What follows belongs to an exercise in optimizing a design on an open flow for small area, a short achievable clock period and few clock cycles; a production flow would make more cautious choices. Function was checked by simulation only, so behaviour that the tests miss may differ from the original. Power figures rest on the tool's default switching activity, not on a simulated workload.

[design/flow/run.sh]
#!/bin/bash
# synth_recipe.tcl (not shown) runs the flow's synth.tcl, then flattens the netlist and writes it again
# the make line also repeats each setting of config.mk as NAME=value (left out here)
make -C /OpenROAD-flow-scripts/flow DESIGN_CONFIG=/design/flow/config.mk WORK_HOME=/design/flow/orfs CLKGATE_MAP_FILE= SYNTH_SCRIPT=/design/flow/synth_recipe.tcl finish
[design/flow/config.mk]
export PLATFORM = sky130hd
export DESIGN_NAME = rle_bool
export DESIGN_NICKNAME = rle_bool
export VERILOG_FILES = /design/flow/design.v
export SDC_FILE = /design/flow/constraint.sdc
export NUM_CORES = 4
export LEC_CHECK = 0
export CAP_MARGIN = 20
export CORE_MARGIN = 2
export CORE_UTILIZATION = 45
export SETUP_SLACK_MARGIN = 3.8
export SLEW_MARGIN = 20
[design/flow/constraint.sdc]
create_clock -name core_clock -period 7.0 [get_ports {clk}]
set_input_delay 1.4000 -clock core_clock [delete_from_list [all_inputs] [get_ports {clk}]]
set_output_delay 1.4000 -clock core_clock [all_outputs]
set_load 0.01 [all_outputs]
[design/flow/design.v]
module rle_bool (
    input  wire         clk,
    input  wire         rst,         
    input  wire         hw_valid,
    input  wire [8:0]   hw_idx,
    input  wire         hw_val,
    output wire         idle,
    input  wire         lit_valid,
    input  wire [127:0] lit_data,
    output wire         lit_ready,
    output reg          rec_valid,
    output wire [3:0]   rec_kind,    
    output reg  [8:0]   rec_idx,
    output reg          rec_val,
    output reg          seg_done,
    output reg  [2:0]   seg_task
);
    localparam [3:0] OP_AND = 4'h1, OP_OR = 4'h2, OP_EDGE = 4'h3,
                     OP_ASSIGN = 4'h5, OP_LATCH = 4'h6,
                     OP_MARK = 4'hC, OP_ARG = 4'hD, OP_END = 4'hE;
    localparam integer QN = 8;       
    reg [511:0] img;         
    reg [127:0] edg;         
    reg         busy;        
    reg         rec_k;       
    assign idle     = !busy;
    assign rec_kind = {1'b0, rec_k, rec_k, 1'b1};
    reg [QN-1:0] q_k;
    reg [QN-1:0] q_nul;
    reg [QN-1:0] q_val;
    reg [8:0]    q_idx [0:QN-1];
    reg [QN:0]   q_n;
    reg [QN-1:0] q_full;     
    reg         a_v;
    reg [3:0]   a_op  [0:3];
    reg [3:0]   a_neg;
    reg [2:0]   a_md  [0:3];     
    reg [8:0]   a_idx [0:3];
    reg         b_v;
    reg [3:0]   b_neg;
    reg [2:0]   b_md  [0:3];
    reg [8:0]   b_idx [0:3];
    reg [3:0]   b_fac;           
    reg [3:0]   b_or;
    reg [3:0]   b_edge;
    reg [3:0]   b_arg;
    reg [3:0]   b_mark;
    reg [3:0]   b_head;          
    reg [3:0]   b_latch;
    reg [3:0]   b_end;
    reg [3:0]   b_lv;            
    reg [3:0]   b_cap;           
    reg [5:0]   b_hzp;           
    reg [3:0]   b_pv;            
    reg [1:0]   b_pe;            
    reg [3:0]   b_mi  [0:3];     
    reg [2:0]   b_kmax;
    reg         in_eq;
    reg         h_latch;
    reg [1:0]   h_mod;
    reg         h_neg;
    reg [8:0]   h_idx;
    reg         h_q;         
    reg         part2;
    reg         p1_val;
    reg         sum;
    reg         term;
    reg         has_term;
    reg [6:0]   e_idx;       
    reg [2:0]   e_md;
    reg         e_neg;
    reg         e_mem;
    reg         end_pend;    
    function integer hp(input integer c, input integer j);
        hp = (c == 0) ? j - 1 : (c == 1) ? j + 1 : 5;
    endfunction
    reg [3:0] hz, act, hzpre;
    reg [3:0] cap_now;           
    reg       stall;
    integer   cj, cc;
    always @(*) begin
        for (cj = 0; cj < 4; cj = cj + 1) begin
            hz[cj] = 1'b0;
            for (cc = 0; cc < cj; cc = cc + 1)
                if (b_hzp[hp(cc, cj)])
                    hz[cj] = 1'b1;
        end
        hzpre[0] = hz[0];
        for (cj = 1; cj < 4; cj = cj + 1)
            hzpre[cj] = hzpre[cj-1] | hz[cj];
        act     = b_lv & ~hzpre;
        cap_now = b_cap & ~hzpre;
        stall   = |(b_lv & hz);
    end
    reg       lit_rdy;
    reg [2:0] a_kmax;            
    reg [2:0] in_kmax;
    integer ki;
    always @(*) begin
        in_kmax = 3'd0;
        for (ki = 0; ki < 4; ki = ki + 1)
            case (lit_data[127 - 32*ki -: 4])
                OP_ASSIGN, OP_LATCH, OP_END, OP_ARG: in_kmax = in_kmax + 3'd1;
                default: ;
            endcase
    end
    assign lit_ready = lit_rdy;
    wire adv    = !stall;            
    wire a_load = !a_v || adv;       
    wire take   = lit_valid && lit_rdy;
    reg [3:0] a_pv;
    reg [3:0] cmp_b [0:3];       
    reg [3:0] cmp_h;             
    reg [3:0] n_mi [0:3];        
    reg [3:0] n_mh;              
    reg [3:0] n_ml [0:3];        
    reg [3:0] n_pm [0:3];        
    reg [3:0] n_fac, n_or, n_edge, n_arg, n_mark, n_head, n_latch, n_end, n_lv, n_cap;
    reg [5:0] n_hzp;
    reg       b_live, b_head_any, a_live, a_ineq, a_tcar;
    reg [1:0] b_head_last, a_tslot;
    integer   aj, ak;
    always @(*) begin
        for (aj = 0; aj < 4; aj = aj + 1) begin
            a_pv[aj] = img[a_idx[aj]];
            if (rec_valid && !rec_k && rec_idx == a_idx[aj])
                a_pv[aj] = rec_val;
            for (ak = 0; ak < QN; ak = ak + 1)
                if (q_full[ak] && !q_k[ak] && !q_nul[ak] && q_idx[ak] == a_idx[aj])
                    a_pv[aj] = q_val[ak];
            for (ak = 0; ak < 4; ak = ak + 1) begin
                cmp_b[aj][ak] = (a_idx[aj] == b_idx[ak]);
                n_mi[ak][aj]  = (ak < aj) && (a_idx[ak] == a_idx[aj]);
            end
            cmp_h[aj] = (a_idx[aj] == h_idx);
        end
        b_live = b_v;
        b_head_any = 1'b0;
        b_head_last = 2'd0;
        for (ak = 0; ak < 4; ak = ak + 1) begin
            for (aj = 0; aj < 4; aj = aj + 1)
                n_ml[aj][ak] = b_head_any ? cmp_b[aj][b_head_last] : cmp_h[aj];
            if (b_live && b_head[ak]) begin
                b_head_any  = 1'b1;
                b_head_last = ak[1:0];
            end
            if (b_end[ak])
                b_live = 1'b0;
        end
        for (aj = 0; aj < 4; aj = aj + 1)
            n_mh[aj] = b_head_any ? cmp_b[aj][b_head_last] : cmp_h[aj];
        a_live = 1'b1;
        a_ineq = b_head_any || in_eq;
        a_tcar = 1'b1;
        a_tslot = 2'd0;
        for (aj = 0; aj < 4; aj = aj + 1) begin
            n_fac[aj]   = (a_op[aj] == OP_AND) || (a_op[aj] == OP_OR) || (a_op[aj] == OP_ARG);
            n_or[aj]    = (a_op[aj] == OP_OR);
            n_edge[aj]  = (a_op[aj] == OP_EDGE);
            n_arg[aj]   = (a_op[aj] == OP_ARG);
            n_mark[aj]  = (a_op[aj] == OP_MARK);
            n_head[aj]  = (a_op[aj] == OP_ASSIGN) || (a_op[aj] == OP_LATCH);
            n_latch[aj] = (a_op[aj] == OP_LATCH);
            n_end[aj]   = (a_op[aj] == OP_END);
            n_lv[aj]    = a_live;
            n_cap[aj]   = a_live && (n_arg[aj] || ((n_head[aj] || n_end[aj]) && a_ineq));
            for (ak = 0; ak < 4; ak = ak + 1)
                n_pm[aj][ak] = a_tcar ? n_mh[ak] : n_mi[a_tslot][ak];
            if (a_live && n_head[aj]) begin
                a_ineq = 1'b1; a_tcar = 1'b0; a_tslot = aj[1:0];
            end
            if (n_end[aj])
                a_live = 1'b0;
        end
        for (aj = 1; aj < 4; aj = aj + 1)
            for (ak = 0; ak < aj; ak = ak + 1)
                n_hzp[hp(ak, aj)] = n_cap[ak] && !n_arg[ak] && n_pm[ak][aj] &&
                                    n_lv[aj] && n_fac[aj];
    end
    wire [6:0] a_eA = (a_op[0] == OP_EDGE) ? a_idx[0][6:0] : a_idx[1][6:0];
    wire [6:0] a_eB = (a_op[2] == OP_EDGE) ? a_idx[2][6:0] : a_idx[3][6:0];
    reg        n_in_eq, n_h_latch, n_h_neg, n_h_q, n_part2, n_p1, n_sum, n_term, n_has;
    reg [1:0]  n_h_mod;
    reg [8:0]  n_h_idx;
    reg [6:0]  n_e_idx;
    reg [2:0]  n_e_md;
    reg        n_e_neg, n_e_mem;
    reg        end_now;
    reg [2:0]  end_task;
    reg [3:0]  p_k, p_nul, p_val, p_wb;
    reg [8:0]  p_idx [0:3];
    reg [3:0]  base, fv, av;
    reg        v, fac, nt, src, sv, rv, cwe, cval, pval, mem;
    integer    j, i;
    always @(*) begin
        base = b_pv;
        n_in_eq = in_eq; n_h_latch = h_latch; n_h_mod = h_mod; n_h_neg = h_neg;
        n_h_idx = h_idx; n_h_q = h_q; n_part2 = part2; n_p1 = p1_val;
        n_sum = sum; n_term = term; n_has = has_term;
        n_e_idx = e_idx; n_e_md = e_md; n_e_neg = e_neg; n_e_mem = e_mem;
        end_now = 1'b0; end_task = b_idx[3][2:0];
        p_k = 4'd0; p_nul = 4'd0; p_val = 4'd0; p_wb = 4'd0;
        for (j = 0; j < 4; j = j + 1)
            p_idx[j] = {2'b00, n_e_idx};
        for (j = 0; j < 4; j = j + 1) begin
            v   = base[j];
            mem = (j < 2) ? b_pe[0] : b_pe[1];
            pval = n_sum | (n_has & n_term);
            sv   = n_part2 ? n_p1 : pval;
            rv   = n_part2 ? pval : 1'b0;
            if (!n_h_latch) begin
                case (n_h_mod)
                    2'd0:    begin cwe = 1'b1; cval = sv ^ n_h_neg; end
                    2'd1:    begin cwe = sv;   cval = 1'b1; end
                    default: begin cwe = sv;   cval = 1'b0; end
                endcase
            end else begin
                cwe = 1'b1;
                if (n_h_mod[0] == 1'b0)
                    cval = rv ? 1'b0 : (sv ? 1'b1 : n_h_q);
                else
                    cval = sv ? 1'b1 : (rv ? 1'b0 : n_h_q);
            end
            src = v ^ b_neg[j];
            if (b_arg[j]) begin
                case (n_e_md[1:0])
                    2'd0:    fac = src & ~n_e_mem;
                    2'd1:    fac = ~src & n_e_mem;
                    default: fac = src ^ n_e_mem;
                endcase
                fac = fac ^ n_e_neg;
                nt  = n_e_md[2];
            end else begin
                fac = src;
                nt  = b_or[j];
            end
            if (b_arg[j]) begin
                p_k[j]   = 1'b1;
                p_idx[j] = {2'b00, n_e_idx};
                p_val[j] = src;
            end else begin
                p_idx[j] = n_h_idx;
                p_val[j] = cval;
                p_nul[j] = !cwe;
                p_wb[j]  = act[j] && (b_head[j] || b_end[j]) && n_in_eq && cwe;
            end
            if (act[j]) begin
                if (b_fac[j]) begin
                    if (!n_has) begin
                        n_term = fac;
                        n_has  = 1'b1;
                    end else if (nt) begin
                        n_sum  = n_sum | n_term;
                        n_term = fac;
                    end else begin
                        n_term = n_term & fac;
                    end
                end
                if (b_edge[j]) begin
                    n_e_idx = b_idx[j][6:0];
                    n_e_md  = b_md[j];
                    n_e_neg = b_neg[j];
                    n_e_mem = mem;
                end
                if (b_mark[j]) begin
                    n_p1    = pval;
                    n_part2 = 1'b1;
                    n_sum   = 1'b0;
                    n_term  = 1'b0;
                    n_has   = 1'b0;
                end
                if (b_head[j] || b_end[j]) begin
                    n_part2 = 1'b0;
                    n_sum   = 1'b0;
                    n_term  = 1'b0;
                    n_has   = 1'b0;
                end
                if (b_end[j]) begin
                    n_in_eq  = 1'b0;
                    end_now  = 1'b1;
                    end_task = b_idx[j][2:0];
                end
                if (b_head[j]) begin
                    for (i = 0; i <= j; i = i + 1)
                        if (p_wb[i] && b_mi[i][j])
                            v = p_val[i];
                    n_in_eq   = 1'b1;
                    n_h_latch = b_latch[j];
                    n_h_mod   = b_md[j][1:0];
                    n_h_neg   = b_neg[j];
                    n_h_idx   = b_idx[j];
                    n_h_q     = v;
                end
            end
        end
        for (j = 0; j < 4; j = j + 1) begin
            fv[j] = base[j];
            for (i = 0; i < j; i = i + 1)
                if (p_wb[i] && b_mi[i][j])
                    fv[j] = p_val[i];
        end
        for (j = 0; j < 4; j = j + 1) begin
            av[j] = a_pv[j];
            for (i = 0; i < 4; i = i + 1)
                if (p_wb[i] && n_ml[j][i])
                    av[j] = p_val[i];
        end
    end
    reg [4:0]  pre [0:3];        
    reg [4:0]  ncap;             
    reg        skip;
    reg        r_v, r_k, r_nul, r_val;
    reg [8:0]  r_idx;
    reg [QN-1:0] nq_k, nq_nul, nq_val;
    reg [8:0]  nq_idx [0:QN-1];
    reg [QN:0] nq_n;
    reg [QN-1:0] nq_full;
    reg        sel;
    reg        done_ok;
    reg [2:1]  ck, cnul, cv;
    reg [8:0]  cidx [1:2];
    integer    a, s, c, m, d, n;
    always @(*) begin
        pre[0] = 5'b00001;
        for (s = 0; s < 3; s = s + 1)
            pre[s+1] = b_cap[s] ? {pre[s][3:0], 1'b0} : pre[s];
        ncap = pre[0];
        for (s = 0; s < 4; s = s + 1)
            if (cap_now[s])
                ncap = {ncap[3:0], 1'b0};
        skip = !q_n[0] && q_nul[0];
        r_k = 1'b0; r_nul = 1'b0; r_idx = p_idx[0]; r_val = 1'b0;
        if (!skip) begin
            r_v = !(q_n[0] && ncap[0]);
            if (!q_n[0]) begin
                r_k = q_k[0]; r_nul = q_nul[0]; r_idx = q_idx[0]; r_val = q_val[0];
            end else begin
                for (s = 3; s >= 0; s = s - 1)
                    if (b_cap[s] && pre[s][0]) begin
                        r_k = p_k[s]; r_nul = p_nul[s]; r_idx = p_idx[s]; r_val = p_val[s];
                    end
            end
        end else begin
            r_v = !(q_n[1] && ncap[0]);
            if (!q_n[1]) begin
                r_k = q_k[1]; r_nul = q_nul[1]; r_idx = q_idx[1]; r_val = q_val[1];
            end else begin
                for (s = 3; s >= 0; s = s - 1)
                    if (b_cap[s] && pre[s][0]) begin
                        r_k = p_k[s]; r_nul = p_nul[s]; r_idx = p_idx[s]; r_val = p_val[s];
                    end
            end
        end
        for (a = 0; a < QN; a = a + 1) begin
            for (d = 1; d <= 2; d = d + 1) begin
                n = a + d;
                ck[d] = 1'b0; cnul[d] = 1'b0; cidx[d] = p_idx[0]; cv[d] = 1'b0;
                if (n < QN && q_full[n]) begin
                    ck[d] = q_k[n]; cnul[d] = q_nul[n];
                    cidx[d] = q_idx[n]; cv[d] = q_val[n];
                end else begin
                    for (s = 0; s < 4; s = s + 1) begin
                        sel = 1'b0;
                        for (c = 0; c <= a + d; c = c + 1)
                            if (c <= QN && a + d - c <= 3)
                                sel = sel | (q_n[c] && pre[s][a + d - c]);
                        if (b_cap[s] && sel) begin
                            ck[d] = p_k[s]; cnul[d] = p_nul[s];
                            cidx[d] = p_idx[s]; cv[d] = p_val[s];
                        end
                    end
                end
            end
            nq_k[a]   = skip ? ck[2]   : ck[1];
            nq_nul[a] = skip ? cnul[2] : cnul[1];
            nq_idx[a] = skip ? cidx[2] : cidx[1];
            nq_val[a] = skip ? cv[2] : cv[1];
        end
        nq_n = {(QN+1){1'b0}};
        for (c = 0; c <= QN; c = c + 1)
            for (m = 0; m <= 4; m = m + 1) begin
                n = (c + m > 1) ? c + m - 1 : 0;
                if (n <= QN)
                    nq_n[n] = nq_n[n] | (!skip && q_n[c] && ncap[m]);
                n = (c + m > 2) ? c + m - 2 : 0;
                if (n <= QN)
                    nq_n[n] = nq_n[n] | (skip && q_n[c] && ncap[m]);
            end
        nq_full[QN-1] = nq_n[QN];
        for (a = QN - 2; a >= 0; a = a - 1)
            nq_full[a] = nq_full[a+1] | nq_n[a+1];
        done_ok = (q_n[0] && (ncap[0] || ncap[1])) || (q_n[1] && ncap[0]) ||
                  (skip && ((q_n[1] && ncap[1]) || (q_n[2] && ncap[0])));
    end
    reg [2:0] kA_n, kB_n;
    reg [3:0] kAB;
    reg       a_v_n, stall_n, rdy_n;
    reg [3:0] hz_n;
    reg [5:0] hzp_n;
    integer   li, lc;
    always @(*) begin
        a_v_n = a_load ? take : a_v;
        kA_n  = a_load ? (take ? in_kmax : 3'd0) : a_kmax;
        kB_n  = adv ? (a_v ? a_kmax : 3'd0) : b_kmax;
        kAB   = {1'b0, kA_n} + {1'b0, kB_n};
        hzp_n = adv ? (a_v ? n_hzp : 6'd0)
                    : (b_hzp & {hzpre[2], hzpre[1], hzpre[1], hzpre[0], hzpre[0], hzpre[0]});
        for (li = 0; li < 4; li = li + 1) begin
            hz_n[li] = 1'b0;
            for (lc = 0; lc < li; lc = lc + 1)
                if (hzp_n[hp(lc, li)])
                    hz_n[li] = 1'b1;
        end
        stall_n = |hz_n;
        rdy_n = 1'b0;
        for (li = 0; li <= QN - 3; li = li + 1)
            if (nq_n[li] && kAB <= QN - 4 - li + (li > 0 ? 1 : 0))
                rdy_n = 1'b1;
    end
    wire        wr_rec = rec_valid && !rec_k;
    wire        wr_img = wr_rec || (hw_valid && !busy);
    wire [8:0]  wr_idx = rec_valid ? rec_idx : hw_idx;
    wire        wr_val = (rec_valid ? rec_val : hw_val) && !rst;
    wire [15:0] wr_hi = ({16{wr_img}} & (16'd1 << wr_idx[8:5])) | {16{rst}};
    wire [31:0] wr_lo = (32'd1 << wr_idx[4:0]) | {32{rst}};
    wire        we_edg = rec_valid && rec_k;
    wire [3:0]  we_hi = ({4{we_edg}} & (4'd1 << wr_idx[6:5])) | {4{rst}};
    genvar gi;
    generate for (gi = 0; gi < 512; gi = gi + 1) begin : g_img
        always @(posedge clk)
            if (wr_hi[gi / 32] && wr_lo[gi % 32])
                img[gi] <= wr_val;
    end
    for (gi = 0; gi < 128; gi = gi + 1) begin : g_edg
        always @(posedge clk)
            if (we_hi[gi / 32] && wr_lo[gi % 32])
                edg[gi] <= wr_val;
    end endgenerate
    integer w;
    always @(posedge clk) begin
        if (a_load) begin
            a_kmax <= in_kmax;
            for (w = 0; w < 4; w = w + 1) begin
                a_op[w]  <= lit_data[127 - 32*w -: 4];
                a_neg[w] <= lit_data[127 - 32*w - 4];
                a_md[w]  <= {lit_data[127 - 32*w - 5], lit_data[127 - 32*w - 7], lit_data[127 - 32*w - 8]};
                a_idx[w] <= lit_data[127 - 32*w - 23 -: 9];
            end
        end
        if (adv) begin
            for (w = 0; w < 4; w = w + 1) begin
                b_md[w]  <= a_md[w];
                b_idx[w] <= a_idx[w];
                b_mi[w]  <= n_pm[w];
            end
            b_neg   <= a_neg;
            b_fac   <= n_fac;
            b_or    <= n_or;
            b_edge  <= n_edge;
            b_arg   <= n_arg;
            b_mark  <= n_mark;
            b_head  <= n_head;
            b_latch <= n_latch;
            b_end   <= n_end;
            b_pv    <= av;
            b_pe    <= {edg[a_eB], edg[a_eA]};
            b_kmax  <= a_kmax;
        end else begin
            b_pv    <= fv;
        end
        q_k     <= nq_k;
        q_nul   <= nq_nul;
        q_val   <= nq_val;
        for (w = 0; w < QN; w = w + 1) q_idx[w] <= nq_idx[w];
        rec_k   <= r_k;
        rec_idx <= r_idx;
        rec_val <= r_val;
        if (end_now)
            seg_task <= end_task;
        if (rst) begin
            busy      <= 1'b0;
            lit_rdy   <= 1'b1;
            a_v       <= 1'b0;
            b_v       <= 1'b0;
            b_lv      <= 4'd0;
            b_cap     <= 4'd0;
            b_hzp     <= 6'd0;
            q_n       <= {{QN{1'b0}}, 1'b1};
            q_full    <= {QN{1'b0}};
            in_eq     <= 1'b0;
            h_latch   <= 1'b0;
            h_mod     <= 2'd0;
            h_neg     <= 1'b0;
            h_idx     <= 9'd0;
            h_q       <= 1'b0;
            part2     <= 1'b0;
            p1_val    <= 1'b0;
            sum       <= 1'b0;
            term      <= 1'b0;
            has_term  <= 1'b0;
            e_idx     <= 7'd0;
            e_md      <= 3'd0;
            e_neg     <= 1'b0;
            e_mem     <= 1'b0;
            end_pend  <= 1'b0;
            rec_valid <= 1'b0;
            seg_done  <= 1'b0;
        end else begin
            if (a_load)
                a_v <= take;
            lit_rdy <= (!a_v_n || !stall_n) && rdy_n;
            if (adv) begin
                b_v   <= a_v;
                b_lv  <= a_v ? n_lv  : 4'd0;
                b_cap <= a_v ? n_cap : 4'd0;
                b_hzp <= a_v ? n_hzp : 6'd0;
            end else begin
                b_lv  <= b_lv  & hzpre;
                b_cap <= b_cap & hzpre;
                b_hzp <= b_hzp & {hzpre[2], hzpre[1], hzpre[1], hzpre[0], hzpre[0], hzpre[0]};
            end
            if (take)
                busy <= 1'b1;
            in_eq    <= n_in_eq;
            h_latch  <= n_h_latch;
            h_mod    <= n_h_mod;
            h_neg    <= n_h_neg;
            h_idx    <= n_h_idx;
            h_q      <= n_h_q;
            part2    <= n_part2;
            p1_val   <= n_p1;
            sum      <= n_sum;
            term     <= n_term;
            has_term <= n_has;
            e_idx    <= n_e_idx;
            e_md     <= n_e_md;
            e_neg    <= n_e_neg;
            e_mem    <= n_e_mem;
            q_n       <= nq_n;
            q_full    <= nq_full;
            rec_valid <= r_v && !r_nul;
            seg_done <= 1'b0;
            if ((end_now || end_pend) && done_ok) begin
                seg_done <= 1'b1;
                end_pend <= 1'b0;
                busy     <= 1'b0;
            end else if (end_now) begin
                end_pend <= 1'b1;
            end
        end
    end
endmodule
==> load_flow_metrics.sql, run 1 <==
INSERT INTO impl_metrics (metric_group, metric, value, unit) VALUES
('placed_design', 'place_hpwl', '174000', 'um'),
('die', 'floorplan.initialDensity', '45.2', '%'),
('cts', 'post_cts_clock_slew_at_the_launch_and_capture_registers_of_the_worst_setup_and_hold_paths', '0.07', 'ns'),
('route', 'routed_via_density', '6.88', ''),
('synth', 'synthDominantAreaCellType', 'sky130_fd_sc_hd__edfxtp_1', ''),
('layout', 'multi_input_comb_area', '40400', 'um^2'),
('route', 'postRouteWirelength', '281000', 'um'),
('sta', 'finClkSkew', '0.0906', 'ns'),
('synth', 'synth_fp_nets', '6480', ''),
('synth', 'synth_area_leaders', 'sky130_fd_sc_hd__edfxtp_1 (35%), sky130_fd_sc_hd__mux4_2 (21%), sky130_fd_sc_hd__nor2_1 (5.6%), sky130_fd_sc_hd__dfxtp_1 (5.2%), sky130_fd_sc_hd__xnor2_1 (4.7%)', ''),
('synth', 'synth_sequential_area_ratio', '40.3', '%'),
('synth', 'netlist_top_cells_count', 'sky130_fd_sc_hd__nor2_1 (1034), sky130_fd_sc_hd__edfxtp_1 (814), sky130_fd_sc_hd__mux4_2 (649), sky130_fd_sc_hd__clkbuf_1 (488), sky130_fd_sc_hd__a21oi_1 (400)', ''),
('route', 'drc', '0', ''),
('setup_path', 'critical_path_required_time', '7.64', 'ns'),
('synth', 'syn-instance-count', '6320', ''),
('layout', 'layout-drive-gt1-share', '25.6', '%'),
('setup_path', 'timing.critical_path.to_type', 'flip-flop', ''),
('global_routing', 'via_count_of_the_first_global_routing_pass', '54893', ''),
('route', 'vias', '57693', ''),
('setup_path', 'timing_worst_setup_path_type', 'flip-flop to flip-flop', ''),
('sta', 'holdWs', '0.369', 'ns'),
('synth', 'ys_warnings', '16', ''),
('cts', 'cts_max_level', '3', ''),
('die', 'die_y', '397', 'um'),
('synth', 'syn_area', '69500', 'um^2'),
('route', 'detail_route.iter0.violations', '8584', ''),
('layout', 'layout-area-overhead-vs-synth', '16.3', '%'),
('synth', 'synth.avg_cell_area', '11.0', 'um^2'),
('layout', 'final-seq-area', '28100', 'um^2'),
('cts', 'tritoncts.num_buffers', '112', ''),
('cts', 'post_cts_hold_buffer_count', '0', ''),
('power', 'total_leakage_power', '28.0', 'nW'),
('synth', 'ys_types', '105', ''),
('cts', 'clk-insertion-delay-late', '0.79', 'ns'),
('layout', 'nNetsFinal', '6410', ''),
('synth', 'synth_top_cell_area_share', '35.2', '%'),
('die', 'core_area', '154000', 'um^2'),
('placed_design', 'buffer_ports.inserted', '100', ''),
('placed_design', 'finalWeightedCongestion', '0.994', ''),
('die', 'io_pins', '163', ''),
('cts', 'cts_tree', 'built', ''),
('sta', 'grt_setup_unrepaired', 'yes', ''),
('global_routing', 'antenna_found_initial', '9', ''),
('synth', 'synth-edff-count', '814', ''),
('sta', 'timing.setup.tns', '0', 'ns'),
('cts', 'cts-root-buf', 'sky130_fd_sc_hd__clkbuf_16', ''),
('route', 'wl_per_cell', '33.4', 'um'),
('synth', 'yosysMostFrequentCell', 'sky130_fd_sc_hd__nor2_1', ''),
('sta', 'setup_viol_count_final', '0', ''),
('sta', 'max_slew.worst_pin.slew', '1.16', 'ns'),
('sta', 'slew_viol_final', '0', ''),
('synth', 'yosys_register_bits', '993', ''),
('setup_path', 'worst_setup_path_start_kind', 'flip-flop', ''),
('die', 'die_width', '397', 'um'),
('power', 'design_power_total', '16.3', 'mW'),
('layout', 'instances_no_fill', '8389', ''),
('route', 'detail_route.first_pass.iterations', '8', ''),
('sta', 'final.period_utilization', '57.6', '%'),
('sta', 'maxSlewHeadroom', '22.8', '%'),
('global_routing', 'global_route.usage.total', '34.8', '%'),
('route', 'antenna_left', '0', ''),
('die', 'fp-row-count', '144', ''),
('sta', 'finalHoldViolCount', '0', ''),
('power', 'power_density', '202', 'nW/um^2'),
('layout', 'filler_cell_count', '13314', ''),
('global_routing', 'grt_pass1_wl', '396000', 'um'),
('sta', 'finalWorstPathRequiredPeriod', '4.03', 'ns'),
('cts', 'clkSinkCount', '993', ''),
('placed_design', 'place.detailed.instances', '7956', ''),
('run', 'cap_violations', '0', ''),
('synth', 'postSynth.topFlopCell', 'sky130_fd_sc_hd__edfxtp_1', ''),
('synth', 'postSynth.asyncResetShare', '0', '%'),
('setup_path', 'critical_path.max_fanout', '13', ''),
('worst_hold_path', 'class_of_the_most_critical_hold_timing_path', 'flip-flop to flip-flop', ''),
('setup_path', 'worst-endpoint-arrival', '4.67', 'ns'),
('run_status', 'result_of_the_run', 'finished clean', ''),
('cts', 'cts_max_path_buffers', '3', ''),
('sta', 'clock.fmax', '248', 'MHz'),
('global_routing', 'globalRouteOverflowTotal', '0', ''),
('global_routing', 'grt_start_max_net_pins', '253', ''),
('power', 'worst_ir_drop_vdd', '227', 'uV'),
('die', 'design.die.area', '158000', 'um^2');
-- cells by family after synthesis --
kind of cell	share of synthesized area (%)
AND/OR/NAND/NOR	12.0
buffers and inverters	4.38
AO/OA/AOI/OAI	10.5
adder cells (fa/ha/maj)	0.335
XOR/XNOR	7.34
flip-flops	40.3
other	0.0108
multiplexers	25.1
-- final cells by class --
cell class	instances	share of cell area, %
multi-input cells	4554	50.0
flip-flops and latches	993	34.7
repair buffers	526	7.43
clock buffers	148	3.71
well taps	2044	3.16
clock inverters	56	0.634
inverters	60	0.319
repair inverters	3	0.0232
diodes	5	0.0155
-- state kept, by name (all words and copies together), names as in the netlist, 9 cells and up --
register	flops
img	512
q_idx	72
b_md	12
a_op	16
h_idx	9
a_idx	36
edg	128
rec_idx	9
a_md	12
b_mi	10
b_idx	36
-- cell usage in the layout, fill, tap and decap left out, drive strengths merged, types with 14 or more instances in the layout --
| cell type | Yosys | routed |
|---|---|---|
| nand3 | 81 | 81 |
| o31ai | 15 | 15 |
| xor2 | 200 | 200 |
| a22oi | 59 | 59 |
| nor3 | 83 | 83 |
| o21a | 14 | 14 |
| mux4 | 649 | 649 |
| o21ai | 192 | 192 |
| edfxtp | 814 | 814 |
| and2 | 35 | 35 |
| nand2 | 333 | 334 |
| nand2b | 37 | 37 |
| dfxtp | 179 | 179 |
| nor3b | 18 | 18 |
| nor2 | 1036 | 1036 |
| a22o | 24 | 24 |
| xnor2 | 377 | 377 |
| o22ai | 50 | 50 |
| a31oi | 31 | 31 |
| clkbuf | 491 | 156 |
| ha | 17 | 17 |
| a211oi | 79 | 79 |
| a21oi | 402 | 404 |
| clkinv | 4 | 46 |
| o211ai | 94 | 94 |
| nor4 | 66 | 66 |
| buf | 225 | 415 |
| nand4 | 116 | 116 |
| mux2 | 48 | 48 |
| inv | 56 | 57 |
| nor2b | 46 | 46 |
| o221ai | 32 | 32 |
| mux2i | 227 | 227 |
| clkdlybuf4s50 | 0 | 84 |
-- repair_timing --
action / 4_1_cts / 5_1_grt
setup buffers: 149 / 36
pin swaps: 70 / 44
resized for setup: 342 / 105
gates cloned: 28 / 11
setup endpoints to repair: 698 / 209
-- stage by stage --
step / cell area (um^2) / util, % / setup WS (ns)
CTS: 79900 / 52.0 / 3.05
global route: 80900 / 52.6 / 2.87
finish: 80900 / 52.6 / 2.97
global placement: 72800 / 47.4 / 1.80
floorplan: 69900 / - / -1.09
detailed placement: 72800 / 47.4 / 1.80
-- routing by layer --
layer	routed length [um]	track usage, %	share of wire, %	vias to the layer above
li1	-	-	-	23728
met1	100000	44.7	36	28788
met2	125000	52.9	44	4162
met3	36200	9.35	13	1007
met4	19500	20.2	7.0	8
met5	64	0	0.023	-
-- path summary, 6_finish.rpt --
path | endpoint | from | cells past startpoint | slack (ns)
worst max register to register | b_pv[1] | a_idx[1][0] | 14 | 2.97
worst min register to register | b_neg[1] | a_neg[1] | 0 | 0.37
worst max-delay path | b_pv[1] | a_idx[1][0] | 14 | 2.97
worst min-delay path | b_neg[1] | a_neg[1] | 0 | 0.37
-- report_power, final --
| part | internal (mW) | total [mW] | switching, mW |
|---|---|---|---|
| combinational | 1.51 | 3.46 | 1.95 |
| clock | 3.22 | 5.81 | 2.58 |
| sequential | 6.75 | 7.07 | 0.318 |
| total | 11.5 | 16.3 | 4.85 |
-- worst max-delay path: stages (launching register included) --
cell                        delay, ns
sky130_fd_sc_hd__edfxtp_1        0.37
sky130_fd_sc_hd__buf_12          0.16
sky130_fd_sc_hd__buf_12          0.16
sky130_fd_sc_hd__clkbuf_16       0.22
sky130_fd_sc_hd__mux4_2          0.54
sky130_fd_sc_hd__mux4_2          0.50
sky130_fd_sc_hd__a21oi_1         0.29
sky130_fd_sc_hd__a22oi_1         0.16
sky130_fd_sc_hd__nand4_1         0.25
sky130_fd_sc_hd__nand3_1         0.11
sky130_fd_sc_hd__o211ai_1        0.64
sky130_fd_sc_hd__mux2_4          0.29
sky130_fd_sc_hd__nand2_2         0.05
sky130_fd_sc_hd__o2111ai_2       0.09
sky130_fd_sc_hd__o221ai_2        0.11
Testbench counts, summed over its fixed seeds: cycles 13,273.
==> run 2, diff against run 1 <==
--- a/design/flow/config.mk
+++ b/design/flow/config.mk
@@ -8,5 +8,5 @@
 export CAP_MARGIN = 20
 export CORE_MARGIN = 2
 export CORE_UTILIZATION = 45
-export SETUP_SLACK_MARGIN = 3.8
+export SETUP_SLACK_MARGIN = 3.4
 export SLEW_MARGIN = 20
==> load_flow_metrics.sql, run 2 <==
INSERT INTO impl_metrics (metric_group, metric, value, unit) VALUES
('cts', 'cts-root-buf', 'sky130_fd_sc_hd__clkbuf_16', ''),
('synth', 'synth_sequential_area_ratio', '40.3', '%'),
('setup_path', 'timing.critical_path.to_type', 'flip-flop', ''),
('worst_hold_path', 'min_delay_path_depth', '0', ''),
('power', 'power.share.switching', '29.5', '%'),
('placed_design', 'place_hpwl', '177000', 'um'),
('placed_design', 'finalWeightedCongestion', '0.978', ''),
('cts', 'clkSinkCount', '993', ''),
('sta', 'setup_viol_count_final', '0', ''),
('layout', 'layout.cells.most_common_list', 'sky130_fd_sc_hd__nor2_1 (1027), sky130_fd_sc_hd__edfxtp_1 (814), sky130_fd_sc_hd__mux4_2 (649)', ''),
('run', 'cap_violations', '0', ''),
('global_routing', 'global_route.usage.total', '35.5', '%'),
('global_routing', 'grt_start_max_net_pins', '281', ''),
('layout', 'final-seq-area', '28000', 'um^2'),
('die', 'core_area', '154000', 'um^2'),
('sta', 'finalWorstPathRequiredPeriod', '4.19', 'ns'),
('layout', 'layout-area-overhead-vs-synth', '15.9', '%'),
('die', 'die_width', '397', 'um'),
('worst_hold_path', 'endpoint_of_the_worst_hold_path', 'b_md[0][0]', ''),
('synth', 'syn_area', '69500', 'um^2'),
('route', 'wl_per_cell', '34.1', 'um'),
('cts', 'cts_max_level', '3', ''),
('power', 'cell_internal_pwr', '11.9', 'mW'),
('power', 'power.share.combinational', '20.3', '%'),
('die', 'die_y', '397', 'um'),
('power', 'design_power_total', '16.9', 'mW'),
('route', 'detail_route.first_pass.iterations', '6', ''),
('synth', 'synthDominantAreaCellType', 'sky130_fd_sc_hd__edfxtp_1', ''),
('synth', 'synth.avg_cell_area', '11.0', 'um^2'),
('synth', 'synth-edff-count', '814', ''),
('layout', 'filler_cell_count', '13202', ''),
('setup_path', 'worstReg2RegStart', 'a_idx[1][0]', ''),
('setup_path', 'r2r-end', 'b_pv[1]', ''),
('route', 'vias', '58238', ''),
('power', 'power.switching', '4.97', 'mW'),
('synth', 'ys_warnings', '16', ''),
('layout', 'instances_no_fill', '8370', ''),
('setup_path', 'critical_path.max_fanout', '11', ''),
('cts', 'clk-insertion-delay-late', '0.81', 'ns'),
('synth', 'synth_area_leaders', 'sky130_fd_sc_hd__edfxtp_1 (35%), sky130_fd_sc_hd__mux4_2 (21%), sky130_fd_sc_hd__nor2_1 (5.6%), sky130_fd_sc_hd__dfxtp_1 (5.2%), sky130_fd_sc_hd__xnor2_1 (4.7%)', ''),
('setup_path', 'worst_setup_path_startpoint', 'a_idx[1][0]', ''),
('power', 'total_leakage_power', '27.9', 'nW'),
('synth', 'synth_top_cell_area_share', '35.2', '%'),
('sta', 'clock.fmax', '239', 'MHz'),
('sta', 'finClkSkew', '0.106', 'ns'),
('cts', 'cts_tree', 'built', ''),
('worst_hold_path', 'class_of_the_most_critical_hold_timing_path', 'flip-flop to flip-flop', ''),
('route', 'topRoutingLayerUsed', 'met5', ''),
('route', 'drc', '0', ''),
('layout', 'multi_input_comb_area', '40100', 'um^2'),
('cts', 'tritoncts.num_buffers', '113', ''),
('global_routing', 'antenna_found_initial', '10', ''),
('synth', 'postSynth.asyncResetShare', '0', '%'),
('route', 'detail_route.iter0.violations', '9163', ''),
('placed_design', 'buffer_ports.inserted', '100', ''),
('route', 'met2_layer_wire_length_in_the_routed_design', '126000', 'um'),
('worst_hold_path', 'worstHoldStart', 'a_md[0][0]', ''),
('synth', 'yosys_register_bits', '993', ''),
('sta', 'slew_viol_final', '158', ''),
('setup_path', 'worst_setup_path_start_kind', 'flip-flop', ''),
('global_routing', 'globalRouteOverflowTotal', '0', ''),
('synth', 'synth_fp_nets', '6480', ''),
('layout', 'final_common_cell', 'sky130_fd_sc_hd__nor2_1', ''),
('power', 'power.clock.fraction', '37.6', '%'),
('setup_path', 'worst-endpoint-arrival', '4.83', 'ns'),
('route', 'wl_met3', '37600', 'um'),
('sta', 'final.period_utilization', '59.8', '%'),
('die', 'fp-row-count', '144', ''),
('global_routing', 'grt_pass1_wl', '403000', 'um'),
('die', 'io_pins', '163', ''),
('setup_path', 'critical_path_required_time', '7.64', 'ns'),
('die', 'design.die.area', '158000', 'um^2'),
('sta', 'finalHoldViolCount', '0', ''),
('power', 'worst_ir_drop_vdd', '215', 'uV'),
('synth', 'ys_types', '105', ''),
('run_status', 'result_of_the_run', 'failed layout checks', ''),
('sta', 'maxSlewHeadroom', '-8.91', '%'),
('cts', 'cts_max_path_buffers', '3', ''),
('route', 'postRouteWirelength', '285000', 'um'),
('cts', 'post_cts_clock_slew_at_the_launch_and_capture_registers_of_the_worst_setup_and_hold_paths', '0.06', 'ns'),
('sta', 'timing.setup.tns', '0', 'ns'),
('run_status', 'check.faults', 'slew limit', ''),
('sta', 'max_slew.worst_pin.slew', '1.63', 'ns'),
('power', 'power_density', '209', 'nW/um^2'),
('die', 'floorplan.initialDensity', '45.2', '%'),
('layout', 'nNetsFinal', '6384', ''),
('layout', 'layout-drive-gt1-share', '24.8', '%'),
('power', 'power.share.sequential', '42.1', '%'),
('route', 'antenna_left', '0', ''),
('setup_path', 'rrSetupSlack', '2.81', 'ns'),
('route', 'met1_length', '101000', 'um'),
('synth', 'yosysMostFrequentCell', 'sky130_fd_sc_hd__nor2_1', ''),
('synth', 'netlist_top_cells_count', 'sky130_fd_sc_hd__nor2_1 (1034), sky130_fd_sc_hd__edfxtp_1 (814), sky130_fd_sc_hd__mux4_2 (649), sky130_fd_sc_hd__clkbuf_1 (488), sky130_fd_sc_hd__a21oi_1 (400)', ''),
('sta', 'grt_setup_unrepaired', 'yes', ''),
('global_routing', 'via_count_of_the_first_global_routing_pass', '55233', ''),
('setup_path', 'worst-r2r-cell-count', '14', ''),
('route', 'routed_via_density', '6.96', ''),
('layout', 'largest_reg_flops', '512', ''),
('synth', 'syn-instance-count', '6320', ''),
('setup_path', 'timing_worst_setup_path_type', 'flip-flop to flip-flop', ''),
('layout', 'registers.top_by_ff_count', 'img', ''),
('placed_design', 'place.detailed.instances', '7969', ''),
('synth', 'postSynth.topFlopCell', 'sky130_fd_sc_hd__edfxtp_1', ''),
('layout', 'biggestRegsByFlops', 'img (512), edg (128), q_idx (72)', '');
run 2: worst max path at each step:
stage | slack, ns | end | cells past startpoint
floorplan | -1.09 | edg[0] | 4
global placement | 1.69 | b_pv[0] | 11
detailed placement | 1.66 | lit_rdy | 15
CTS | 2.99 | lit_rdy | 15
global route | 2.82 | q_nul[1] | 17
finish | 2.81 | b_pv[1] | 14
run 2: cells by family (layout without fill, tap and decap cells):
family | count (synthesis) | count (layout) | synth area share, %
compound gates | 1128 | 1129 | 10.5
mux | 924 | 924 | 25.1
other cells | 2 | 5 | 0.0108
xor+xnor | 579 | 579 | 7.34
simple gates | 1900 | 1902 | 12.0
fa+ha+maj | 18 | 18 | 0.335
flops | 993 | 993 | 40.3
buf+inv | 776 | 776 | 4.38
run 2: area by class of cell:
class                           instances  share of cell area, %
Antenna cell                            3                0.00932
Sequential cell                       993                   34.8
Tap cell                             2044                   3.17
Multi-Input combinational cell       4554                   49.7
Timing Repair inverter                  2                 0.0124
Clock buffer                          139                   3.74
Timing Repair Buffer                  500                   7.09
Clock inverter                         75                   1.12
Inverter                               60                  0.320
run 2: repair_timing:
action                     CTS  global route
hold buffers                 0             0
cloned                      32             2
setup buffers              125            25
pin swaps                   74            37
gates resized for setup    252            82
setup endpoints to repair  167           255
run 2: stage by stage:
stage                     hold slack, ns  area, um^2  setup WS (ns)  util (%)
after floorplan                    0.400       69700          -1.09         -
after global placement             0.405       72800           1.69      47.4
after detailed placement           0.405       72800           1.66      47.4
after CTS                          0.414       79900           2.99      52.0
after global routing               0.425       80600           2.82      52.4
final                              0.414       80600           2.81      52.4
run 2: metal layers:
metal | GRT usage, % | vias up
li1 | - | 23679
met1 | 45.8 | 29044
met2 | 54.3 | 4435
met3 | 9.72 | 1072
met4 | 19.7 | 8
met5 | 0 | -
run 2: critical path, cell delays in order (launching register included):
cell                        delay, ns
sky130_fd_sc_hd__edfxtp_1        0.38
sky130_fd_sc_hd__buf_12          0.23
sky130_fd_sc_hd__bufbuf_16       0.37
sky130_fd_sc_hd__mux4_2          0.53
sky130_fd_sc_hd__mux2i_2         0.37
sky130_fd_sc_hd__o221ai_1        0.16
sky130_fd_sc_hd__a21oi_1         0.32
sky130_fd_sc_hd__a22oi_1         0.15
sky130_fd_sc_hd__nand4_1         0.27
sky130_fd_sc_hd__nand3_1         0.11
sky130_fd_sc_hd__o211ai_1        0.59
sky130_fd_sc_hd__mux2_4          0.27
sky130_fd_sc_hd__nand2_1         0.06
sky130_fd_sc_hd__o2111ai_1       0.12
sky130_fd_sc_hd__o221ai_2        0.11
run 2: power by group through the flow:
stage,combinational (mW),clock (mW),sequential [mW]
6_report,3.43,6.33,7.09
3_3_place_gp,2.93,0,7.21
3_5_place_dp,2.96,0,7.22
2_1_floorplan,2.04,0,7.02
4_1_cts,3.29,6.38,7.07
5_1_grt,3.53,6.58,7.12

[re-timing with driven ports]
The flow's constraints put no driver on any port. The routed layouts listed below were extracted and timed again, unchanged, in two steps.
Step 1, drivers: a clkbuf_16 drives clk and a buf_2 each remaining input, both assumed.
Step 2 adds t to the input delays and takes it off the output delays; t is the mean of the earliest and latest rising clock arrival at the registers after step 1. Input paths then give back, and output paths get back, about the clock's delay inside the block.
Three values: no drivers, after step 1, after step 2; two values: the first two.
run | shift t [ns] | slack for setup (ns) | latest minus earliest clock arrival (ns) | worst data-port slew with drivers (ns)
run 1 | 0.829 | 2.967 / 2.967 / 2.337 | 0.092 / 0.092 | 0.05
run 2 | 0.846 | 2.811 / 2.811 / 2.244 | 0.110 / 0.110 | 0.07
The setup slack of run 1, which loses most, moves by 0.000 ns with the drivers and by -0.630 ns with both steps.
